Background: an optimization exercise with open tools, aiming at small area, a short achievable clock period and few clock cycles. Do not read the settings as production practice. Only simulation tests tie the RTL to the original design; equivalence was not proved.

==> design/flow/run.sh <==
#!/bin/bash
# synth_recipe.tcl (not shown) runs the flow's synth.tcl, then flattens the netlist and writes it again
# the make line also repeats each setting of config.mk as NAME=value (left out here)
make -C /OpenROAD-flow-scripts/flow DESIGN_CONFIG=/design/flow/config.mk WORK_HOME=/design/flow/orfs CLKGATE_MAP_FILE= SYNTH_SCRIPT=/design/flow/synth_recipe.tcl finish
==> design/flow/config.mk <==
export PLATFORM = sky130hd
export DESIGN_NAME = lane_core
export DESIGN_NICKNAME = lane_core
export VERILOG_FILES = /design/flow/design.v
export SDC_FILE = /design/flow/constraint.sdc
export NUM_CORES = 8
export LEC_CHECK = 0
export CAP_MARGIN = 20
export CORE_MARGIN = 2
export CORE_UTILIZATION = 30
export SLEW_MARGIN = 20
==> design/flow/constraint.sdc <==
create_clock -name core_clock -period 25.0 [get_ports {clk}]
set_input_delay 5.0000 -clock core_clock [delete_from_list [all_inputs] [get_ports {clk}]]
set_output_delay 5.0000 -clock core_clock [all_outputs]
set_load 0.01 [all_outputs]
==> design/flow/design.v <==
module lane_core (
    input  wire        clk,
    input  wire        rst,           
    input  wire        start,         
    input  wire [11:0] entry,
    input  wire [31:0] arg0,
    output reg         busy,
    output reg         done,          
    output wire [11:0] imem_addr,
    input  wire [31:0] imem_data,
    output wire [14:0] dmem_addr,
    input  wire [15:0] dmem_rdata,
    output wire [13:0] cmem_addr,
    input  wire [15:0] cmem_rdata,
    output reg         mem_we,
    output reg         mem_wsel,      
    output reg  [14:0] mem_waddr,
    output reg  [15:0] mem_wdata,
    output reg         put_valid,
    output reg  [13:0] put_sig,
    output reg  [31:0] put_data,
    output reg         evt_valid,
    output reg         evt_class,
    output reg  [15:0] evt_code,
    output reg         inh
);
    localparam [5:0] OP_NOP = 6'h00, OP_END = 6'h01, OP_JMP = 6'h02, OP_BR = 6'h03,
                     OP_CALL = 6'h04, OP_RET = 6'h05, OP_LOOP = 6'h06, OP_WAITS = 6'h07,
                     OP_INH = 6'h08, OP_EVT = 6'h09, OP_LDI = 6'h0A, OP_LDP = 6'h0B,
                     OP_LDM = 6'h0C, OP_LDZ = 6'h0D, OP_MOVX = 6'h0E, OP_SETM = 6'h0F,
                     OP_LD = 6'h10, OP_ST = 6'h11, OP_LD2 = 6'h12, OP_LIM = 6'h13,
                     OP_GET = 6'h14, OP_GETW = 6'h15, OP_PUT = 6'h16, OP_PUTW = 6'h17,
                     OP_FLD = 6'h18, OP_FST = 6'h19, OP_POP = 6'h1A,
                     OP_MPY_RR = 6'h1B, OP_MPY_RM = 6'h1C, OP_MPY_MM = 6'h1D,
                     OP_MAC_RR = 6'h1E, OP_MAC_RM = 6'h1F, OP_MAC_MM = 6'h20,
                     OP_MSU_RR = 6'h21, OP_MSU_RM = 6'h22, OP_MSU_MM = 6'h23,
                     OP_MPYU = 6'h24, OP_ADD = 6'h25, OP_SUB = 6'h26, OP_MINMAX = 6'h27,
                     OP_LOG = 6'h28, OP_SHD = 6'h29, OP_CMP = 6'h2A, OP_ACC = 6'h2B,
                     OP_SHA = 6'h2C, OP_MVA = 6'h2D, OP_MVD = 6'h2E, OP_NORM = 6'h2F;
    reg        [15:0] D [0:15];
    reg signed [39:0] A [0:1];
    reg        [15:0] P [0:7];
    reg        [15:0] M [0:7];
    reg        [3:0]  Z [0:7];
    reg        [12:0] LC0, LC1;
    reg        [24:0] FB;
    reg               f_n, f_z, f_v, f_sv, f_rnd, f_sat;
    reg        [4:0]  f_msh;
    reg        [11:0] pc;
    reg        [11:0] cstk [0:7];
    reg        [3:0]  csp;              
    reg        [1:0]  ldepth;           
    reg        [11:0] lstart0, llast0, lstart1, llast1;
    integer i;
    wire [31:0] ins = imem_data;
    wire [5:0]  op  = ins[31:26];
    wire [3:0]  fd  = ins[25:22];
    wire [3:0]  fs  = ins[21:18];
    wire [3:0]  ft  = ins[17:14];
    wire        fa  = ins[25];
    wire [11:0] tgt = ins[11:0];
    assign imem_addr = pc;
    wire [15:0] Dd = D[fd];
    wire [15:0] Ds = D[fs];
    wire [15:0] Dt = D[ft];
    wire [15:0] Ds_st = D[fd];          
    wire signed [39:0] Aa = A[fa];
    wire signed [39:0] Ab = A[~fa];
    reg  [2:0] pa_sel, pb_sel;    
    reg  [1:0] pa_mode, pb_mode;
    reg        pa_use, pb_use;    
    reg  [2:0] pw_sel;            
    reg  [1:0] pw_mode;
    reg        pw_use;
    always @(*) begin
        pa_sel = 3'd0; pa_mode = 2'd0; pa_use = 1'b0;
        pb_sel = 3'd4; pb_mode = 2'd0; pb_use = 1'b0;
        pw_sel = 3'd0; pw_mode = 2'd0; pw_use = 1'b0;
        case (op)
            OP_LD, OP_ST: begin
                pw_sel = ins[21:19]; pw_mode = ins[18:17]; pw_use = 1'b1;
            end
            OP_MPY_RM, OP_MAC_RM, OP_MSU_RM: begin
                pw_sel = ins[17:15]; pw_mode = ins[14:13]; pw_use = 1'b1;
            end
            OP_LD2: begin
                pa_sel = {1'b0, ins[21:20]}; pa_mode = ins[19:18]; pa_use = 1'b1;
                pb_sel = {1'b1, ins[17:16]}; pb_mode = ins[15:14]; pb_use = 1'b1;
            end
            OP_MPY_MM, OP_MAC_MM, OP_MSU_MM: begin
                pa_sel = {1'b0, ins[24:23]}; pa_mode = ins[22:21]; pa_use = 1'b1;
                pb_sel = {1'b1, ins[20:19]}; pb_mode = ins[18:17]; pb_use = 1'b1;
            end
            default: ;
        endcase
        if (pw_use) begin
            if (pw_sel[2]) begin
                pb_sel = pw_sel; pb_mode = pw_mode; pb_use = 1'b1;
            end else begin
                pa_sel = pw_sel; pa_mode = pw_mode; pa_use = 1'b1;
            end
        end
    end
    wire [15:0] pa_val = P[pa_sel];
    wire [15:0] pb_val = P[pb_sel];
    assign dmem_addr = pa_val[14:0];
    assign cmem_addr = pb_val[13:0];
    function [15:0] post_mod(input [15:0] p, input [1:0] mode, input [15:0] m, input [3:0] z);
        reg [15:0] step, sum, mask;
        begin
            case (mode)
                2'b00: step = 16'd0;
                2'b01: step = 16'd1;
                2'b10: step = 16'hFFFF;
                default: step = m;
            endcase
            sum  = p + step;
            mask = (16'd1 << z) - 16'd1;
            if (z == 4'd0)
                post_mod = sum;
            else
                post_mod = (p & ~mask) | (sum & mask);
        end
    endfunction
    wire [15:0] pa_next = post_mod(pa_val, pa_mode, M[pa_sel], Z[pa_sel]);
    wire [15:0] pb_next = post_mod(pb_val, pb_mode, M[pb_sel], Z[pb_sel]);
    wire [15:0] mem_rd1 = pw_sel[2] ? cmem_rdata : dmem_rdata;
    reg  [15:0] mul_a, mul_b;
    reg         mul_a_uns;
    always @(*) begin
        mul_a = Ds; mul_b = Dt; mul_a_uns = 1'b0;
        case (op)
            OP_MPY_RM, OP_MAC_RM, OP_MSU_RM: begin mul_a = Ds; mul_b = mem_rd1; end
            OP_MPY_MM, OP_MAC_MM, OP_MSU_MM: begin mul_a = dmem_rdata; mul_b = cmem_rdata; end
            OP_MPYU: mul_a_uns = 1'b1;
            default: ;
        endcase
    end
    wire signed [16:0] mul_a_ext = {mul_a_uns ? 1'b0 : mul_a[15], mul_a};
    wire signed [33:0] product   = mul_a_ext * $signed(mul_b);
    wire signed [39:0] prod40    = {{6{product[33]}}, product};
    wire signed [40:0] mac_sum  = {Aa[39], Aa} + {prod40[39], prod40};
    wire signed [40:0] msu_sum  = {Aa[39], Aa} - {prod40[39], prod40};
    function [15:0] sat16(input signed [17:0] v);
        begin
            if (v > 18'sd32767)       sat16 = 16'h7FFF;
            else if (v < -18'sd32768) sat16 = 16'h8000;
            else                      sat16 = v[15:0];
        end
    endfunction
    function ovf40(input signed [40:0] v);
        ovf40 = (v[40] != v[39]);
    endfunction
    function [40:0] shl40(input signed [39:0] v, input [5:0] n);
        reg signed [87:0] w;
        reg               ov;
        begin
            w  = {{48{v[39]}}, v} <<< n;
            ov = (w[87:39] != {49{w[39]}});
            shl40 = {ov, w[39:0]};
        end
    endfunction
    wire [4:0]  mva_sh  = ins[6] ? ins[4:0] : f_msh;
    wire        mva_r   = f_rnd | ins[7];
    wire signed [40:0] mva_t0  = {Aa[39], Aa} +
                                 ((mva_r && mva_sh != 5'd0) ? (41'sd1 <<< (mva_sh - 5'd1)) : 41'sd0);
    wire signed [40:0] mva_t   = mva_t0 >>> mva_sh;
    wire        mva_big = (mva_t > 41'sd32767) || (mva_t < -41'sd32768);
    wire [15:0] mva_res = f_sat ? (mva_big ? (mva_t[40] ? 16'h8000 : 16'h7FFF) : mva_t[15:0])
                                : mva_t[15:0];
    wire [4:0]  mvd_sh  = ins[6] ? ins[4:0] : f_msh;
    wire [40:0] mvd_w   = shl40({{24{Ds[15]}}, Ds}, {1'b0, mvd_sh});
    wire signed [5:0] sha_n = ins[6] ? $signed(D[ins[11:8]][5:0]) : $signed(ins[5:0]);
    wire [5:0]  sha_neg = -sha_n;
    wire [40:0] sha_l   = shl40(Aa, sha_n[5:0]);
    wire signed [39:0] sha_r = Aa >>> sha_neg;
    reg  [5:0] norm_e;
    integer j;
    always @(*) begin
        norm_e = 6'd39;
        for (j = 0; j <= 38; j = j + 1)
            if (Aa[j] != Aa[39]) norm_e = 6'd38 - j[5:0];
    end
    wire signed [6:0] norm_n = $signed({1'b0, norm_e}) - 7'sd8;
    wire signed [39:0] norm_a = norm_n[6] ? (Aa >>> (-norm_n)) : (Aa <<< norm_n[5:0]);
    wire [2:0] acc_f = ins[2:0];
    wire signed [40:0] acc_add = {Aa[39], Aa} + {Ab[39], Ab};
    wire signed [40:0] acc_sub = {Aa[39], Aa} - {Ab[39], Ab};
    wire signed [40:0] acc_neg = -{Aa[39], Aa};
    wire signed [40:0] acc_abs = Aa[39] ? acc_neg : {Aa[39], Aa};
    wire        acc_sat_hi = Aa > 40'sh00_7FFF_FFFF;
    wire        acc_sat_lo = Aa < -40'sh00_8000_0000;
    wire signed [39:0] acc_satv = acc_sat_hi ? 40'sh00_7FFF_FFFF :
                                  acc_sat_lo ? 40'shFF_8000_0000 : Aa;
    wire        shd_k = ins[5];
    wire signed [4:0] shd_n = $signed(ins[4:0]);
    wire [4:0]  shd_neg = -shd_n;
    wire signed [31:0] shd_lw = $signed({{16{Ds[15]}}, Ds}) <<< shd_n[3:0];
    wire        shd_big = (shd_lw > 32'sd32767) || (shd_lw < -32'sd32768);
    reg  [15:0] shd_res;
    reg         shd_satd;
    always @(*) begin
        shd_satd = 1'b0;
        if (!shd_n[4]) begin
            if (shd_k) shd_res = Ds << shd_n[3:0];
            else begin
                shd_satd = shd_big;
                shd_res  = shd_big ? (Ds[15] ? 16'h8000 : 16'h7FFF) : shd_lw[15:0];
            end
        end else begin
            if (shd_k) shd_res = Ds >> shd_neg;
            else       shd_res = $signed(Ds) >>> shd_neg;
        end
    end
    wire signed [17:0] add_x = $signed({{2{Ds[15]}}, Ds}) + $signed({{2{Dt[15]}}, Dt});
    wire signed [17:0] sub_x = $signed({{2{Ds[15]}}, Ds}) - $signed({{2{Dt[15]}}, Dt});
    wire [15:0] lim_lo  = ($signed(Dd) < $signed(Ds)) ? Ds : Dd;
    wire [15:0] lim_res = ($signed(lim_lo) > $signed(Dt)) ? Dt : lim_lo;
    reg cc_ok;
    always @(*) begin
        case (ins[25:22])
            4'd0: cc_ok = f_z;
            4'd1: cc_ok = !f_z;
            4'd2: cc_ok = f_n;
            4'd3: cc_ok = !f_n;
            4'd4: cc_ok = !f_n && !f_z;
            4'd5: cc_ok = f_n || f_z;
            4'd6: cc_ok = f_v;
            4'd7: cc_ok = f_sv;
            default: cc_ok = 1'b0;
        endcase
    end
    wire [4:0] sp = ins[21:17];
    reg [15:0] special;
    always @(*) begin
        case (sp[4:3])
            2'b00: special = P[sp[2:0]];
            2'b01: special = M[sp[2:0]];
            2'b10: special = {12'd0, Z[sp[2:0]]};
            default: case (sp[2:0])
                3'd0: special = {1'b0, f_msh, f_sat, f_rnd, 4'd0, f_sv, f_v, f_z, f_n};
                3'd1: special = {3'd0, LC0};
                3'd2: special = {3'd0, LC1};
                3'd3: special = FB[15:0];
                3'd4: special = {7'd0, FB[24:16]};
                default: special = 16'd0;
            endcase
        endcase
    end
    wire [12:0] loop_cnt = ins[25] ? ins[24:12] : D[ins[15:12]][12:0];
    wire [11:0] pc1 = pc + 12'd1;
    reg  [11:0] pc_seq;          
    reg         l0_end, l1_end;  
    always @(*) begin
        pc_seq = pc1;
        l0_end = 1'b0;
        l1_end = 1'b0;
        if (ldepth == 2'd2 && pc == llast1) begin
            if (LC1 > 13'd1) pc_seq = lstart1;
            else begin
                l1_end = 1'b1;
                if (pc == llast0) begin
                    if (LC0 > 13'd1) pc_seq = lstart0;
                    else l0_end = 1'b1;
                end
            end
        end else if (ldepth != 2'd0 && pc == llast0) begin
            if (LC0 > 13'd1) pc_seq = lstart0;
            else l0_end = 1'b1;
        end
    end
    always @(posedge clk) begin
        if (rst) begin
            busy      <= 1'b0;
            done      <= 1'b0;
            put_valid <= 1'b0;
            evt_valid <= 1'b0;
            inh       <= 1'b0;
            pc        <= 12'd0;
            for (i = 0; i < 8; i = i + 1) P[i] <= 16'd0;
        end else begin
            done      <= 1'b0;
            put_valid <= 1'b0;
            evt_valid <= 1'b0;
            if (!busy) begin
                if (start) begin
                    busy <= 1'b1;
                    pc   <= entry;
                    for (i = 0; i < 16; i = i + 1) D[i] <= 16'd0;
                    D[0] <= arg0[15:0];
                    D[1] <= arg0[31:16];
                    A[0] <= 40'sd0; A[1] <= 40'sd0;
                    for (i = 0; i < 8; i = i + 1) begin
                        P[i] <= 16'd0; M[i] <= 16'd0; Z[i] <= 4'd0; cstk[i] <= 12'd0;
                    end
                    LC0 <= 13'd0; LC1 <= 13'd0; FB <= 25'd0;
                    f_n <= 1'b0; f_z <= 1'b0; f_v <= 1'b0; f_sv <= 1'b0;
                    f_rnd <= 1'b0; f_sat <= 1'b1; f_msh <= 5'd15;
                    csp <= 4'd0; ldepth <= 2'd0;
                    lstart0 <= 12'd0; llast0 <= 12'd0; lstart1 <= 12'd0; llast1 <= 12'd0;
                end
            end else begin
                pc <= pc_seq;
                if (l1_end) begin
                    LC1 <= 13'd0;
                    ldepth <= l0_end ? 2'd0 : 2'd1;
                    if (l0_end) LC0 <= 13'd0;
                    else if (pc == llast0) LC0 <= LC0 - 13'd1;
                end else if (l0_end) begin
                    LC0 <= 13'd0;
                    ldepth <= 2'd0;
                end else if (ldepth == 2'd2 && pc == llast1) begin
                    LC1 <= LC1 - 13'd1;
                end else if (ldepth != 2'd0 && pc == llast0) begin
                    LC0 <= LC0 - 13'd1;
                end
                if (pa_use) P[pa_sel] <= pa_next;
                if (pb_use) P[pb_sel] <= pb_next;
                case (op)
                    OP_END: begin
                        busy <= 1'b0;
                        done <= 1'b1;
                    end
                    OP_JMP: pc <= tgt;
                    OP_BR:  if (cc_ok) pc <= tgt;
                    OP_CALL: begin
                        cstk[csp[2:0]] <= pc1;
                        csp <= csp + 4'd1;
                        pc  <= tgt;
                    end
                    OP_RET: begin
                        csp <= csp - 4'd1;
                        pc  <= cstk[csp[2:0] - 3'd1];
                    end
                    OP_LOOP: begin
                        if (loop_cnt == 13'd0) begin
                            pc <= tgt + 12'd1;
                        end else if (ldepth == 2'd0) begin
                            LC0 <= loop_cnt; lstart0 <= pc1; llast0 <= tgt; ldepth <= 2'd1;
                        end else begin
                            LC1 <= loop_cnt; lstart1 <= pc1; llast1 <= tgt; ldepth <= 2'd2;
                        end
                    end
                    OP_INH: inh <= ins[0];
                    OP_EVT: begin
                        evt_valid <= 1'b1;
                        evt_class <= ins[16];
                        evt_code  <= ins[15:0];
                    end
                    OP_LDI: D[fd] <= ins[15:0];
                    OP_LDP: P[ins[24:22]] <= ins[15:0];
                    OP_LDM: M[ins[24:22]] <= ins[15:0];
                    OP_LDZ: Z[ins[24:22]] <= ins[3:0];
                    OP_MOVX: begin
                        if (!ins[16]) D[fd] <= special;
                        else case (sp[4:3])
                            2'b00: P[sp[2:0]] <= Dd;
                            2'b01: M[sp[2:0]] <= Dd;
                            2'b10: Z[sp[2:0]] <= Dd[3:0];
                            default: case (sp[2:0])
                                3'd0: begin
                                    f_n <= Dd[0]; f_z <= Dd[1]; f_v <= Dd[2]; f_sv <= Dd[3];
                                    f_rnd <= Dd[8]; f_sat <= Dd[9]; f_msh <= Dd[14:10];
                                end
                                3'd1: LC0 <= Dd[12:0];
                                3'd2: LC1 <= Dd[12:0];
                                3'd3: FB[15:0] <= {Dd[15:2], 2'b00};
                                3'd4: FB[24:16] <= Dd[8:0];
                                default: ;
                            endcase
                        endcase
                    end
                    OP_SETM: begin
                        f_sat <= ins[9]; f_rnd <= ins[8]; f_msh <= ins[4:0];
                    end
                    OP_LD:  D[fd] <= mem_rd1;
                    OP_LD2: begin
                        D[{fd[3:1], 1'b0}] <= dmem_rdata;
                        D[{fd[3:1], 1'b1}] <= cmem_rdata;
                    end
                    OP_LIM: begin
                        D[fd] <= lim_res;
                        f_n <= lim_res[15]; f_z <= (lim_res == 16'd0);
                    end
                    OP_PUT: begin
                        put_valid <= 1'b1;
                        put_sig   <= ins[14] ? D[ins[3:0]][13:0] : ins[13:0];
                        put_data  <= {{16{Ds_st[15]}}, Ds_st};
                    end
                    OP_PUTW: begin
                        put_valid <= 1'b1;
                        put_sig   <= ins[14] ? D[ins[3:0]][13:0] : ins[13:0];
                        put_data  <= {D[{fd[3:1], 1'b1}], D[{fd[3:1], 1'b0}]};
                    end
                    OP_MPY_RR, OP_MPY_RM, OP_MPY_MM, OP_MPYU:
                        A[fa] <= prod40;
                    OP_MAC_RR, OP_MAC_RM, OP_MAC_MM: begin
                        A[fa] <= mac_sum[39:0];
                        if (ovf40(mac_sum)) f_v <= 1'b1;
                    end
                    OP_MSU_RR, OP_MSU_RM, OP_MSU_MM: begin
                        A[fa] <= msu_sum[39:0];
                        if (ovf40(msu_sum)) f_v <= 1'b1;
                    end
                    OP_ADD: begin
                        D[fd] <= sat16(add_x);
                        f_n <= add_x[17]; f_z <= (sat16(add_x) == 16'd0);
                        if (add_x > 18'sd32767 || add_x < -18'sd32768) f_sv <= 1'b1;
                    end
                    OP_SUB: begin
                        D[fd] <= sat16(sub_x);
                        f_n <= sub_x[17]; f_z <= (sat16(sub_x) == 16'd0);
                        if (sub_x > 18'sd32767 || sub_x < -18'sd32768) f_sv <= 1'b1;
                    end
                    OP_MINMAX: begin
                        if (ins[0] ? ($signed(Ds) > $signed(Dt)) : ($signed(Ds) < $signed(Dt))) begin
                            D[fd] <= Ds; f_n <= Ds[15]; f_z <= (Ds == 16'd0);
                        end else begin
                            D[fd] <= Dt; f_n <= Dt[15]; f_z <= (Dt == 16'd0);
                        end
                    end
                    OP_LOG: begin
                        case (ins[1:0])
                            2'd0: begin D[fd] <= Ds & Dt;  f_n <= Ds[15] & Dt[15];  f_z <= ((Ds & Dt) == 16'd0); end
                            2'd1: begin D[fd] <= Ds | Dt;  f_n <= Ds[15] | Dt[15];  f_z <= ((Ds | Dt) == 16'd0); end
                            2'd2: begin D[fd] <= Ds ^ Dt;  f_n <= Ds[15] ^ Dt[15];  f_z <= ((Ds ^ Dt) == 16'd0); end
                            default: begin D[fd] <= Ds & ~Dt; f_n <= Ds[15] & ~Dt[15]; f_z <= ((Ds & ~Dt) == 16'd0); end
                        endcase
                    end
                    OP_SHD: begin
                        D[fd] <= shd_res;
                        f_n <= shd_res[15]; f_z <= (shd_res == 16'd0);
                        if (shd_satd) f_sv <= 1'b1;
                    end
                    OP_CMP: begin
                        f_n <= sub_x[17];
                        f_z <= (Ds == Dt);
                    end
                    OP_ACC: begin
                        case (acc_f)
                            3'd0: A[fa] <= 40'sd0;
                            3'd1: begin A[fa] <= acc_add[39:0]; if (ovf40(acc_add)) f_v <= 1'b1; end
                            3'd2: begin A[fa] <= acc_sub[39:0]; if (ovf40(acc_sub)) f_v <= 1'b1; end
                            3'd3: begin A[fa] <= acc_neg[39:0]; if (ovf40(acc_neg)) f_v <= 1'b1; end
                            3'd4: begin A[fa] <= acc_abs[39:0]; if (ovf40(acc_abs)) f_v <= 1'b1; end
                            3'd5: begin A[fa] <= acc_satv; if (acc_sat_hi || acc_sat_lo) f_sv <= 1'b1; end
                            3'd6: A[fa] <= Ab;
                            default: begin
                                f_n <= acc_sub[40];
                                f_z <= (Aa == Ab);
                            end
                        endcase
                    end
                    OP_SHA: begin
                        if (!sha_n[5]) begin
                            A[fa] <= sha_l[39:0];
                            if (sha_l[40]) f_v <= 1'b1;
                        end else begin
                            A[fa] <= sha_r;
                        end
                    end
                    OP_MVA: begin
                        D[fs] <= mva_res;
                        f_n <= mva_res[15]; f_z <= (mva_res == 16'd0);
                        if (f_sat && mva_big) f_sv <= 1'b1;
                    end
                    OP_MVD: begin
                        A[fa] <= mvd_w[39:0];
                        if (mvd_w[40]) f_v <= 1'b1;
                    end
                    OP_NORM: begin
                        D[fs] <= {{9{norm_n[6]}}, norm_n};
                        if (!ins[0]) A[fa] <= norm_a;
                    end
                    default: ;    
                endcase
            end
        end
    end
    always @(*) begin
        mem_we    = busy && (op == OP_ST);
        mem_wsel  = pw_sel[2];
        mem_waddr = pw_sel[2] ? {1'b0, pb_val[13:0]} : pa_val[14:0];
        mem_wdata = Ds_st;
    end
endmodule
==> results.cfg <==
[global_routing]
grt-ovfl-total = 0
antenna_found_initial = 88
grt_pass1_wl_mm = 855.0
grt_max_degree = 81
grtUsageTotal_pct = 32.93
grt_pass1_vias = 105300

[timing]
setup_viol = 0
rsz0062_at_grt = no
max_clock_freq_ghz = 0.05143
relSlewSlack_pct = 5.359
hold_violations = 0
layout_min_cycle_time_ps = 19440
tightest_slew_ps = 1413
finalSetupTns_ps = 0
fin_crit_sh_pct = 77.77
fin_skew_ps = 107.4
slew_violations = 0

[critical_path]
r2r_setup_slack_ps = 10140
critPathMaxFanout = 71
start_kind = primary input
cp_common_cell = fa_1
worstRegToRegCells = 40
crit_arrival_ps = 19870
crit_type = primary input to register
cp.required_ps = 25430
critical_path.max_stage_delay_ps = 1060
r2r-end = f_v
cp_slowest_cell = o31ai_1
critPathCaptureType = register
worstReg2RegStart = D[1][9]

[clock_tree]
cts_resized = 0
cts_inserted_buffers = 105
clockBufferDepth = 3
clk-insertion-delay-late_ps = 830
htreeDepth = 3
clkTransAtPathRegs_ps = 60
cts_sinks = 913
cts-root-buf = clkbuf_16
cts_tree = yes
post-cts-setup-buffers = 0
holdBufCountCts = 0

[hold_path]
min_from = inh
hold_end = inh
min_path_type = register to register
min_delay_path_depth = 2

[cells_and_area]
syn2layout_area_growth_pct = 11.28
layout_commonest_cell = nor2_1
nNetsFinal = 13140
fin_cells = 17250
multi_input_area_um2 = 74930
mostFrequentLayoutCells = nor2_1, nand2_1, a21oi_1
regArea_um2 = 27250
num-fill-cells = 37280
drive_gt1_share_pct = 13.06

[place]
dp_hpwl_mm = 469.5
io_buffers = 252
placed_cells = 16990
place_congestion = 1.115

[floorplanning]
dieArea_um2 = 365200
rows = 220
initial_core_util_pct = 30.12
chipHeight_um = 604.3
design.core.area_um2 = 358900
die_w_um = 604.3
pin_count = 253

[logic_synthesis]
async_flop_share_pct = 0
synth_area_leaders = edfxtp_1, mux4_2, nor2_1
synthFlopType = edfxtp_1
synth_top_area_share_pct = 24.89
syn-instance-count = 12500
ys_seq_elements = 913
syn_area_per_cell_um2 = 8.649
synth.distinct_cells = 114
synth_edf_count = 896
post-synth-top-area-cell = edfxtp_1
ys.warnings.count = 1
synth.yosys.seq_area_share_pct = 25.20
synth_fp_nets = 13320
synth.cell_area_um2 = 108100

[detailed_routing]
via_per_inst = 6.645
wl_per_cell_um = 36.30
via_count = 114600
drtPass1Iterations = 10
drt-total-wl_mm = 626.0
drt_iter0_drc = 20170
ant_nets = 0
drt_drc_violations_left = 0

[job]
drv_cap = 0

[status]
status = no timing/DRC/antenna violations
==> cells in the mapped netlist, types with 71 or more instances <==
library cell  instances
o21bai_1             71
nand2_1            1322
a22oi_1             154
a22o_1              138
mux4_2              540
o221ai_1             79
fa_1                286
nor3_1              265
nor4_1               85
a21oi_1             981
buf_1               116
xnor2_1             214
and2_1               72
buf_2               113
nand3_1             209
a221oi_1            120
edfxtp_1            896
a31oi_1             128
o31ai_1              75
nor2_1             1547
mux2i_1             484
nand2b_1             73
ha_1                420
mux2_2              156
and3_1               72
clkbuf_1            763
nand4_1              87
o21ai_0             746
o21ai_1              84
a21o_1              106
o211ai_1            154
o22ai_1             183
a211oi_1            183
inv_1               617
==> worst max-delay path, delay by kind of cell <==
kind            cells  cell delay, ps
compound gates     18            7850
xor+xnor            1             330
fa+ha+maj           8            3660
buf+inv             6            1420
simple gates        8            1430
==> metal layers <==
metal / part of all wire (%) / vias to the layer above / track usage, %
met5: 0.10 / - / 0.2221
met4: 8.0 / 48 / 21.23
li1: - / 46530 / -
met1: 37 / 56090 / 41.10
met3: 15 / 2230 / 14.64
met2: 39 / 9711 / 45.71
==> stage by stage <==
step                      hold slack [ps]  utilization (%)  worst slack (ps)  instance area, µm²
after floorplan                     524.2                -              7711              108100
final                               504.1            33.52              5558              120300
after CTS                           508.4            33.46              6285              120100
after global routing                531.7            33.48              5170              120200
after global placement              487.5            32.49              5243              116600
after detailed placement            494.6            32.50              5485              116700
==> layout make-up <==
cell class | instances | area share [%]
multi-input cells | 9917 | 62.27
flip-flops and latches | 913 | 22.65
repair buffers | 742 | 5.104
well taps | 4773 | 4.964
clock buffers | 135 | 2.302
inverters | 647 | 2.018
clock inverters | 57 | 0.5574
diodes | 64 | 0.1331
==> state kept, by name, indices dropped and copies added (netlist names), 13 cells and up <==
register,flops
LC0,13
cstk,96
FB,23
A,80
put_data,32
P,128
Z,32
M,128
evt_code,16
put_sig,14
LC1,13
D,256
==> kinds of logic after synthesis <==
group                      Yosys count  share of synthesized area [%]
AOI/OAI and AO/OA                 3753                          22.70
xor gates and xnor gates           280                          2.282
adders and majority gates          706                          10.16
buffers and inverters             1671                          6.117
DFF                                913                          25.20
muxes                             1184                          17.41
and+or+nand+nor                   3994                          16.13
==> worst max-delay path by stage <==
| stage | from | endpoint | slack (ps) | cells past startpoint |
|---|---|---|---|---|
| detailed placement | imem_data[18] | f_v | 5490 | 41 |
| CTS | imem_data[28] | f_v | 6290 | 44 |
| floorplan | imem_data[14] | A[0][39] | 7710 | 46 |
| finish | imem_data[18] | f_v | 5560 | 41 |
| global placement | imem_data[28] | f_v | 5240 | 46 |
| global route | imem_data[18] | f_v | 5170 | 41 |
Testbench counts, summed over its fixed seeds: cycles 260,768.

what the ideal ports hide:
The flow's constraints put no driver on any port. The routed layout listed below was extracted and timed again, unchanged, in two steps. Step 1 (the two cells are an assumption about what drives the block):
set clk [get_ports {clk}]
set_driving_cell -lib_cell sky130_fd_sc_hd__clkbuf_16 $clk
set_driving_cell -lib_cell sky130_fd_sc_hd__buf_2 [delete_from_list [all_inputs] $clk]
Step 2 adds t to the input delays and takes it off the output delays; t is the mean of the earliest and latest rising clock arrival at the registers after step 1. Input paths then give back, and output paths get back, about the clock's delay inside the block. a / b / c = no drivers / after step 1 / after step 2; a / b = the first two.
t (ns): 0.881
setup slack, ns: 5.558 / 5.484 / 4.603
worst setup path at the end: input to register
slew at the worst register clock pin (ns): 0.07 / 0.07
After both steps this run still meets setup and hold. The setup slack of this run moves by -0.074 ns with the drivers and by -0.955 ns with both steps.
